What follows belongs to an exercise in optimizing a design on an open flow for small area, a short achievable clock period and few clock cycles per item; a production flow would make more cautious choices. In this exercise RTL edits were held to simulation tests only and were not proved equivalent to the original. No activity file was given, so power comes from the tool's default toggle rates.

==> flow/design.v, too long to show whole: its modules and the start of the top module <==
// module hiker_xu: 1087 lines
module hiker_xu (
    input  wire        clk,
    input  wire        rst,           
    input  wire        in_valid,
    output wire        in_ready,
    input  wire [31:0] in_instr,
    input  wire [31:0] in_a,          
    input  wire [31:0] in_b,          
    input  wire [3:0]  in_flags,      
    output reg         out_valid,
    output reg  [31:0] out_result,
    output reg         out_wen,
    output reg  [3:0]  out_rd,
    output wire [3:0]  out_flags,
    output reg         out_illegal,
    output reg         out_divide
);
  // ...
==> flow/run.sh <==
#!/bin/bash
# synth_recipe.tcl (not shown) runs the flow's synth.tcl, then flattens the netlist and writes it again
# the make line also repeats each setting of config.mk as NAME=value (left out here)
make -C /OpenROAD-flow-scripts/flow DESIGN_CONFIG=/design/flow/config.mk WORK_HOME=/design/flow/orfs CLKGATE_MAP_FILE= SYNTH_SCRIPT=/design/flow/synth_recipe.tcl finish
==> flow/config.mk <==
export PLATFORM = sky130hd
export DESIGN_NAME = hiker_xu
export DESIGN_NICKNAME = hiker_xu
export VERILOG_FILES = /design/flow/design.v
export SDC_FILE = /design/flow/constraint.sdc
export NUM_CORES = 4
export LEC_CHECK = 0
export ABC_AREA = 1
export CAP_MARGIN = 20
export CORE_MARGIN = 2
export CORE_UTILIZATION = 40
export SETUP_SLACK_MARGIN = 5
export SLEW_MARGIN = 20
==> flow/constraint.sdc <==
create_clock -name core_clock -period 11.0 [get_ports {clk}]
set_input_delay 2.2000 -clock core_clock [delete_from_list [all_inputs] [get_ports {clk}]]
set_output_delay 2.2000 -clock core_clock [all_outputs]
set_load 0.01 [all_outputs]
==> results.ini, run 1 <==
[worst_setup_path]
worstSetupEndpoint = b1[29]$_DFFE_PP_
cp.required_ns = 11.45
path_depth = 16
critPathLaunchType = flop
cp_top_family = adder cells
cp_max_fo = 9
end_kind = flop

[route]
met1_length_um = 84600
wl_met3_um = 30700
drc = 0
drt_wl_total_um = 220000

[power_and_ir_drop]
p_clk_share_pct = 25.7
power_frac_seq_pct = 23.7
seq_cell_power_mw = 1.41
power_combinational_mw = 3.02
maxPowerGroup = combinational logic

[min_path]
hold_start = gd1[2]$_DFFE_PN_

[synthesis]
post-synth-top-area-cell = edfxtp_1
synth_simple_gate_area_share_pct = 21.5
yosysSeqAreaShare_pct = 20.7
synth_fa_ha_area_share_pct = 17.0
synthTopCellsByArea = edfxtp_1, nand2_1, fa_1
synth_edf_count = 170
synthDominantCellAreaShare_pct = 13.1
synth_compound_area_share_pct = 23.4

[die]
tap_cells = 1276
die_w_um = 316

[cts]
clk_latency_ns = 0.65
clockRootBuffer = clkbuf_16
cts_inserted_buffers = 44
cts-resized-gates = 30
post_cts_buffers = 14

[placement]
io_buffers = 147

[timing]
skew_ns = 0.0343
rsz0062_at_grt = yes
fin_ws_ns = 4.99

[outcome]
outcome = finished clean

[cells_and_area]
multi_input_gates = 4258
reg_top3 = acc_c x64, acc_s x64
final_area_sq_mm = 0.0437

[global_routing]
gr-total-overflow = 0

Testbench counts, summed over its fixed seeds: cycles 76,920, items 32,000.
==> inputs of run 2 (changes only) <==
==> flow/flow/run.sh (new file) <==
#!/bin/bash
# Layout flow: the standard ORFS flow (standard.sh: the standard
# synthesis, floorplan, power grid, placement, CTS and routing), with timing
# repair aimed at a tighter period than the 11 ns clock:
set -euo pipefail
export SETUP_SLACK_MARGIN=7
bash standard.sh floorplan > flow_floorplan.log 2>&1
export SETUP_SLACK_MARGIN=6.5
export TNS_END_PERCENT=0
bash standard.sh > flow_finish.log 2>&1
==> flow/standard.sh (new file) <==
#!/bin/bash
# synth_recipe.tcl (not shown) runs the flow's synth.tcl, then flattens the netlist and writes it again
# the make line also repeats each setting of config.mk as NAME=value (left out here)
make -C /OpenROAD-flow-scripts/flow DESIGN_CONFIG=/design/flow/config.mk WORK_HOME=/design/flow/orfs CLKGATE_MAP_FILE= SYNTH_SCRIPT=/design/flow/synth_recipe.tcl "${@:-finish}"
--- a/flow/config.mk
+++ b/flow/config.mk
@@ -9,5 +9,4 @@
 export CAP_MARGIN = 20
 export CORE_MARGIN = 2
-export CORE_UTILIZATION = 40
-export SETUP_SLACK_MARGIN = 5
+export CORE_UTILIZATION = 45
 export SLEW_MARGIN = 20
removed: flow/run.sh
==> run 2 against run 1 <==
Net effect:
- routed wire length rose by 0.25%
- via count increased by 2.2%
- first-iteration DRC count fell by 7.5%
- area after synthesis stayed put
- sequential power is essentially flat
- power rose by 1.2%
- die area shrank 11%
- critical path type unchanged
- largest cell class unchanged
==> results.ini, run 2 <==
[timing]
setup_violations = 0  ; unchanged
rsz0062_at_grt = yes  ; unchanged
hold-worst-slack_ns = 0.339  ; was 0.329 ns
final.min_clock_period_ns = 5.20  ; was 6.01 ns
finalSetupTns_ns = 0  ; unchanged
max_freq_ghz = 0.192  ; was 0.166 GHz
max_slew.worst_pin.slew_ns = 1.26  ; about the same
hold_violations = 0  ; unchanged
skew_ns = 0.0403  ; was 0.0343 ns
max_slew_margin_pct = 14.9  ; was 15.1%
period_share_pct = 47.2  ; was 54.6%
finalMaxSlewViolations = 0  ; unchanged

[global_routing]
first_global_vias = 40374  ; was 39710
gr-total-overflow = 0  ; unchanged
antenna_found_initial = 18  ; was 15
grt_start_max_net_pins = 69  ; unchanged
grt_pass1_wl_um = 302000  ; was 305000 um
grt_usage_pct = 47.2  ; was 42.9%

[synthesis]
ys_ff_latch = 318  ; unchanged
synth_flop_cell = edfxtp_1  ; unchanged
synthCells = 5739  ; unchanged
yosys.cell_count.top_type = nand2_1  ; unchanged
synthTopCellsByArea = edfxtp_1, nand2_1, fa_1  ; unchanged
synthDominantCellAreaShare_pct = 13.1  ; unchanged
yosysSeqAreaShare_pct = 20.7  ; unchanged
post-synth-top-area-cell = edfxtp_1  ; unchanged
synth_cell_types = 72  ; unchanged
yosys_warnings = 1  ; unchanged
synth_area_sq_mm = 0.0390  ; unchanged
synth_edf_count = 170  ; unchanged
synth_common_cells = nand2_1, inv_1, o21ai_0  ; unchanged
synthArstFlopShare_pct = 0  ; unchanged
avgSynthCellArea_sq_um = 6.80  ; unchanged
syn_nets = 6266  ; unchanged

[outcome]
outcome = finished clean  ; unchanged

[cells_and_area]
fillers = 8682  ; was 10169
reg_top3 = acc_c x64, acc_s x64  ; unchanged
post-route-util_pct = 53.4  ; was 45.1%
layout-drive-gt1-share_pct = 11.8  ; was 5.79%
layout_common_cells = nand2_1, inv_1, o21ai_0  ; unchanged
final_common_cell = nand2_1  ; unchanged
area_growth_pct = 18.1  ; was 11.8%
layout.nets = 6388  ; was 6291
final_area_sq_mm = 0.0461  ; was 0.0437 sq mm

[job]
cap_violations = 0  ; unchanged

[placement]
gp_congestion = 1.08  ; was 1.05
dp_hpwl_um = 162000  ; was 170000 um
placed_area_sq_mm = 0.0417  ; was 0.0415 sq mm
io_buffers = 147  ; unchanged

[cts]
cts_hold_repair.buffers = 0  ; unchanged
cts_inserted_buffers = 42  ; was 44
clock_sinks = 318  ; unchanged
cts_tree = yes  ; unchanged
clk_latency_ns = 0.64  ; was 0.65 ns
h-tree-depth = 2  ; unchanged
clockRootBuffer = clkbuf_16  ; unchanged
cts_buffer_depth = 3  ; unchanged
clk_pin_slew_ns = 0.06  ; was 0.07 ns

[min_path]
holdPathStages = 0  ; unchanged
whs_endpoint = out_rd[0]$_DFF_P_  ; was out_rd[2]$_DFF_P_
holdCritPathClass = reg2reg  ; unchanged
hold_start = gd1[0]$_DFFE_PN_  ; was gd1[2]$_DFFE_PN_

[worst_setup_path]
critical_path_class = reg2reg  ; unchanged
critical-path-slowest-cell = a21oi_2  ; was o21ai_0
critPathLaunchType = flop  ; unchanged
timing.reg2reg.setup_slack_ns = 5.80  ; was 4.99 ns
max_stage_delay_ns = 0.45  ; was 0.90 ns
rr_worst_depth = 28  ; was 16
cp.required_ns = 11.53  ; was 11.45 ns
cp_max_fo = 11  ; was 9
rr_endpoint = out_result[22]$_DFF_P_  ; was b1[29]$_DFFE_PP_
reg2reg_from = acc_s[32]$_DFF_P_  ; was a1[27]$_DFFE_PP_
crit_top_cell = nand2_1  ; was inv_1
end_kind = flop  ; unchanged
worstPathArrival_ns = 5.72  ; was 6.46 ns

[die]
fp.dieH_um = 299  ; was 316 um
fp-row-count = 108  ; was 114
die_w_um = 299  ; was 316 um
design.die.area_sq_mm = 0.0891  ; was 0.100 sq mm
core_area_sq_mm = 0.0863  ; was 0.0967 sq mm
io_pins = 148  ; unchanged
start_util_pct = 45.2  ; was 40.4%

[route]
drt_iter0_markers = 6436  ; was 6956
antenna_left = 0  ; unchanged
viasPerCell = 6.39  ; was 6.24
drc = 0  ; unchanged
drt_wl_total_um = 221000  ; was 220000 um
dr.pass1.iters = 7  ; unchanged
vias = 45139  ; was 44155
routedWlPerCell_um = 31.3  ; was 31.1 um

[power_and_ir_drop]
ir_drop_mv = 0.131  ; was 0.116 mV
finalPower_mw = 6.04  ; was 5.97 mW
power.leakage_nw = 20.0  ; was 18.9 nW
powerDensity_mw_per_mm2 = 131  ; was 137 mW/mm^2

## run 2: worst max-delay path, delay by kind of cell, from the launching register on
kind	cells	cell delay, ns
buf+inv	4	0.78
flops	1	0.39
fa+ha+maj	2	0.53
simple gates	12	1.42
compound gates	10	1.96
## run 2: repair_timing
| item | in CTS | in global routing |
|---|---|---|
| buffers inserted | 57 | 83 |
| pin swaps | 34 | 76 |
| setup endpoints to repair | 261 | 262 |
| cloned | 13 | 10 |
| gates resized for setup | 154 | 232 |
## run 2: logic make-up (layout without fill, tap and decap cells)
logic type,count (synthesis),after routing,share of synthesized area (%)
AO/OA/AOI/OAI,1566,1566,23.4
XOR/XNOR,254,254,5.72
adder cells (fa/ha/maj),425,425,17.0
buffers and inverters,1165,1315,11.7
flip-flops,318,318,20.7
multiplexers,2,2,0.0513
other,1,10,0.00961
AND/OR/NAND/NOR,2008,2014,21.5
## run 2: where the power goes
group          switching (mW)  leakage (nW)  internal [mW]
combinational            1.94          16.3           1.16
clock                   0.639         0.717          0.899
sequential             0.0823          2.95           1.32
total                    2.66          20.0           3.38
## run 2: worst max path at each step
stage / startpoint / to / cells past startpoint
final: acc_s[32]$_DFF_P_ / out_result[22]$_DFF_P_ / 28
after CTS: lza1[0]$_DFFE_PN_ / in_ready / 10
after global placement: swap1$_DFFE_PN_ / b1[29]$_DFFE_PP_ / 20
after floorplan: swap1$_DFFE_PN_ / a1[9]$_DFFE_PP_ / 21
after global routing: swap1$_DFFE_PN_ / acc_s[36]$_DFF_P_ / 19
after detailed placement: swap1$_DFFE_PN_ / b1[29]$_DFFE_PP_ / 20
## run 2: area by class of cell
cell class / instances / area (sq um) / share of cell area, %
Tap cell: 1155 / 1450 / 3.13
Clock buffer: 60 / 1230 / 2.67
Antenna cell: 9 / 22.5 / 0.0488
Clock inverter: 18 / 239 / 0.518
Multi-Input combinational cell: 4262 / 28000 / 60.7
Inverter: 854 / 3300 / 7.16
Sequential cell: 318 / 8080 / 17.5
Timing Repair Buffer: 380 / 3790 / 8.22
Timing Repair inverter: 3 / 21.3 / 0.0461
## run 2: per-layer routing
layer,global-route usage (%),up-vias,share of wire (%)
met5,0,-,0.14
met4,30.5,32,8.5
met3,20.9,854,16
met2,64.8,3515,39
met1,59.7,21200,36
li1,-,19538,-
## run 2: stage by stage
step | setup WS, ns | instances
final | 5.80 | 7059
after global routing | 5.79 | 7051
after CTS | 5.90 | 6957
after detailed placement | 3.83 | 6809
after global placement | 3.85 | 6809
after floorplan | 6.56 | 5739

==> separate check: timing with driven ports <==
In the flow no input, the clock included, has a driving cell. The finished layouts below were timed again as built, in two steps.
Step 1 sets driving cells, clkbuf_16 on the clock port and buf_2 on the other inputs (assumed; they add their load-dependent delay and slew).
Step 2 moves the port delays by t, midway between the first and last clock arrival at a register: inputs arrive t later, outputs are due t later. That takes back most of the time a late clock gives input paths.
Slacks: no drivers / after step 1 / after step 2; pairs: no drivers / after step 1.
run	t (ns)	setup slack, ns	worst setup path at the end	clock arrival spread, ns	worst data-port slew with drivers (ns)
run 1	0.705	4.989 / 4.989 / 4.412	input to register	0.034 / 0.034	0.09
run 2	0.696	5.804 / 5.804 / 5.384	input to register	0.040 / 0.040	0.06
After both steps setup and hold are still met in every run listed. The setup slack of run 1, which loses most, moves by 0.000 ns with the drivers and by -0.577 ns with both steps.
